From an optimization exercise on the open Yosys and OpenROAD flow, aimed at small area and a short achievable clock period; shortcuts taken in it are not production practice. Only simulation tests tie the RTL to the original design; equivalence was not proved.

before:
## thm_corr
module thm_corr (
    input  wire        clk,
    input  wire        rst,         
    input  wire        in_valid,
    input  wire [15:0] in_raw,      
    input  wire [15:0] in_ffc,      
    input  wire        in_ffc_bad,
    input  wire [15:0] in_off_a,    
    input  wire [15:0] in_gain_a,
    input  wire [15:0] in_drift_a,
    input  wire        in_bad_a,
    input  wire [15:0] in_off_b,    
    input  wire [15:0] in_gain_b,
    input  wire [15:0] in_drift_b,
    input  wire        in_bad_b,
    input  wire [15:0] in_t_array,  
    input  wire [15:0] in_t_cal_a,
    input  wire [15:0] in_t_cal_b,
    input  wire [15:0] in_ped_a,
    input  wire [15:0] in_ped_b,
    input  wire [3:0]  in_fade_k,   
    output reg         out_valid,
    output reg  [15:0] out_z,       
    output reg  [15:0] out_z_a,     
    output reg  [15:0] out_z_b,     
    output reg         out_bad_a,   
    output reg         out_bad_b    
);
clock: 35.0 ns
lec_check: 0
cap_margin: 20
core_margin: 2
core_utilization: 40
cts_buf_list: sky130_fd_sc_hd__clkbuf_8
cts_cluster_diameter: 50
cts_cluster_size: 20
slew_margin: 20
synth_hierarchical: 1
synth_minimum_keep_size: 0
standard.sh (not shown) runs the stock make flow with config.mk's settings and CLKGATE_MAP_FILE= SYNTH_SCRIPT=/design/flow/synth_recipe.tcl, a recipe that flattens the netlist after the stock synthesis.
==> flow/flow/run.sh <==
#!/bin/bash
# The standard layout (standard.sh) with two changes:
#  - Yosys's quick ABC pass inside "synth" is turned off (synth -noabc), so
#    that extract_fa sees the full-adder trees of the RTL as written;
#  - the port buffers are sky130_fd_sc_hd__buf_1 (every port still gets one).
# make's full output goes to standard.log; each ORFS step logs under orfs/logs.
set -euo pipefail
export SYNTH_ARGS="-noabc"
export BUFFER_PORTS_ARGS="-buffer_cell sky130_fd_sc_hd__buf_1"
bash standard.sh > standard.log 2>&1
before finished end to end and its layout was clean on timing, DRC and antenna.
### before -> after
--- a/flow/design.v
+++ b/flow/design.v
@@ -1,24 +1,24 @@
 module thm_corr_lane (
     input  wire        clk,
     input  wire [15:0] raw,
     input  wire [15:0] ffc_n,      
     input  wire [15:0] offset_n,   
     input  wire [15:0] drift,      
-    input  wire [6:0]  ndt_lo,
+    input  wire [8:0]  ndt_lo,
     input  wire        ndt_nb,
-    input  wire [8:0]  t_cal_hi,
-    input  wire [8:0]  t_array_hi_n,
+    input  wire [6:0]  t_cal_hi,
+    input  wire [6:0]  t_array_hi_n,
     input  wire [15:0] gain,       
     input  wire [15:0] pedestal,   
     output reg  [15:0] zr,
     output reg         zu,         
     output reg         zo          
 );
-    wire [10:0] ndt_hs = {t_cal_hi[8], t_cal_hi, 1'b1} + {t_array_hi_n[8], t_array_hi_n, ndt_nb};
-    wire [9:0]  ndt_hi = ndt_hs[10:1];
+    wire [8:0]  ndt_hs = {t_cal_hi[6], t_cal_hi, 1'b1} + {t_array_hi_n[6], t_array_hi_n, ndt_nb};
+    wire [7:0]  ndt_hi = ndt_hs[8:1];
     wire [16:0] ndt  = {ndt_hi, ndt_lo};    
     wire        dpos = drift[15] ^ ndt[16];
     wire        dneg = ~dpos;    
     wire mb_one0 = drift[0] ^ 1'b0;
     wire mb_two0 = (drift[1] & ~drift[0] & ~1'b0) | (~drift[1] & drift[0] & 1'b0);
     wire mb_neg0 = drift[1] & ~(drift[0] & 1'b0);
@@ -1412,15 +1412,15 @@
     output reg         out_bad_a,   
     output reg         out_bad_b    
 );
     reg        s1_valid;
     reg [15:0] s1_raw, s1_ffc_n, s1_off_a_n, s1_gain_a, s1_drift_a, s1_off_b_n, s1_gain_b, s1_drift_b;
     reg [15:0] s1_ped_a, s1_ped_b;
-    reg [6:0]  s1_ndt_lo_a, s1_ndt_lo_b;
+    reg [8:0]  s1_ndt_lo_a, s1_ndt_lo_b;
     reg        s1_ndt_nb_a, s1_ndt_nb_b;
-    reg [8:0]  s1_t_array_hi_n, s1_t_cal_hi_a, s1_t_cal_hi_b;
+    reg [6:0]  s1_t_array_hi_n, s1_t_cal_hi_a, s1_t_cal_hi_b;
     reg        s1_bad_a, s1_bad_b;
     reg [3:0]  s1_k;
     always @(posedge clk) begin
         if (rst) s1_valid <= 1'b0;
         else     s1_valid <= in_valid;
         s1_raw     <= in_raw;
@@ -1428,17 +1428,17 @@
         s1_off_a_n <= {in_off_a[15], ~in_off_a[14:0]};
         s1_gain_a  <= in_gain_a;
         s1_drift_a <= in_drift_a;
         s1_off_b_n <= {in_off_b[15], ~in_off_b[14:0]};
         s1_gain_b  <= in_gain_b;
         s1_drift_b <= in_drift_b;
-        {s1_ndt_nb_a, s1_ndt_lo_a} <= {1'b1, in_t_cal_a[6:0]} - {1'b0, in_t_array[6:0]};
-        {s1_ndt_nb_b, s1_ndt_lo_b} <= {1'b1, in_t_cal_b[6:0]} - {1'b0, in_t_array[6:0]};
-        s1_t_array_hi_n <= ~in_t_array[15:7];
-        s1_t_cal_hi_a <= in_t_cal_a[15:7];
-        s1_t_cal_hi_b <= in_t_cal_b[15:7];
+        {s1_ndt_nb_a, s1_ndt_lo_a} <= {1'b1, in_t_cal_a[8:0]} - {1'b0, in_t_array[8:0]};
+        {s1_ndt_nb_b, s1_ndt_lo_b} <= {1'b1, in_t_cal_b[8:0]} - {1'b0, in_t_array[8:0]};
+        s1_t_array_hi_n <= ~in_t_array[15:9];
+        s1_t_cal_hi_a <= in_t_cal_a[15:9];
+        s1_t_cal_hi_b <= in_t_cal_b[15:9];
         s1_ped_a   <= in_ped_a;
         s1_ped_b   <= in_ped_b;
         s1_bad_a   <= in_bad_a | in_ffc_bad;
         s1_bad_b   <= in_bad_b | in_ffc_bad;
         s1_k       <= (in_fade_k > 4'd8) ? 4'd8 : in_fade_k;
     end
==> comparison <==
- Die: after smaller than before
- Diff after..before | estimated wirelength of the detail-placed design | negligible
- On share of layout cells above drive strength 1, after tracks before almost exactly.
- ~same sequential share of cell area in after and before
- Row overall die width: after lower / before higher
- Relative to before, the floorplan die height measured on after has decreased slightly.
- In terms of met3 layer usage reported by global route, before and after differ only marginally.
- In after the number of instances in the synthesized netlist turned out about 0.9% lower than in before.
- The aggregate routed wire length number comes out higher for after vs before.
- Looking at clock buffer count in the final layout, after sits 3.8% lower than before does.

[port drivers added, routing unchanged]
In the flow no input, the clock included, has a driving cell. The finished layouts below were timed again as built, in two steps. Step 1 sets driving cells, clkbuf_16 on the clock port and buf_2 on the other inputs (assumed; they add their load-dependent delay and slew). Step 2 moves the port delays by t, midway between the first and last clock arrival at a register: inputs arrive t later, outputs are due t later. That takes back most of the time a late clock gives input paths. a / b / c = ideal ports / drivers / drivers and shift; a / b = the first two.
run | shift t [ns] | slack for setup (ns) | slew at the worst register clock pin (ns) | worst slew at a driven data input, ns
before | 0.783 | 26.760 / 26.692 / 26.504 | 0.11 / 0.11 | 0.11
after | 0.792 | 26.793 / 26.724 / 26.461 | 0.11 / 0.11 | 0.13
After both steps setup and hold are still met in every run listed. The setup slack of after, which loses most, moves by -0.069 ns with the drivers and by -0.332 ns with both steps.
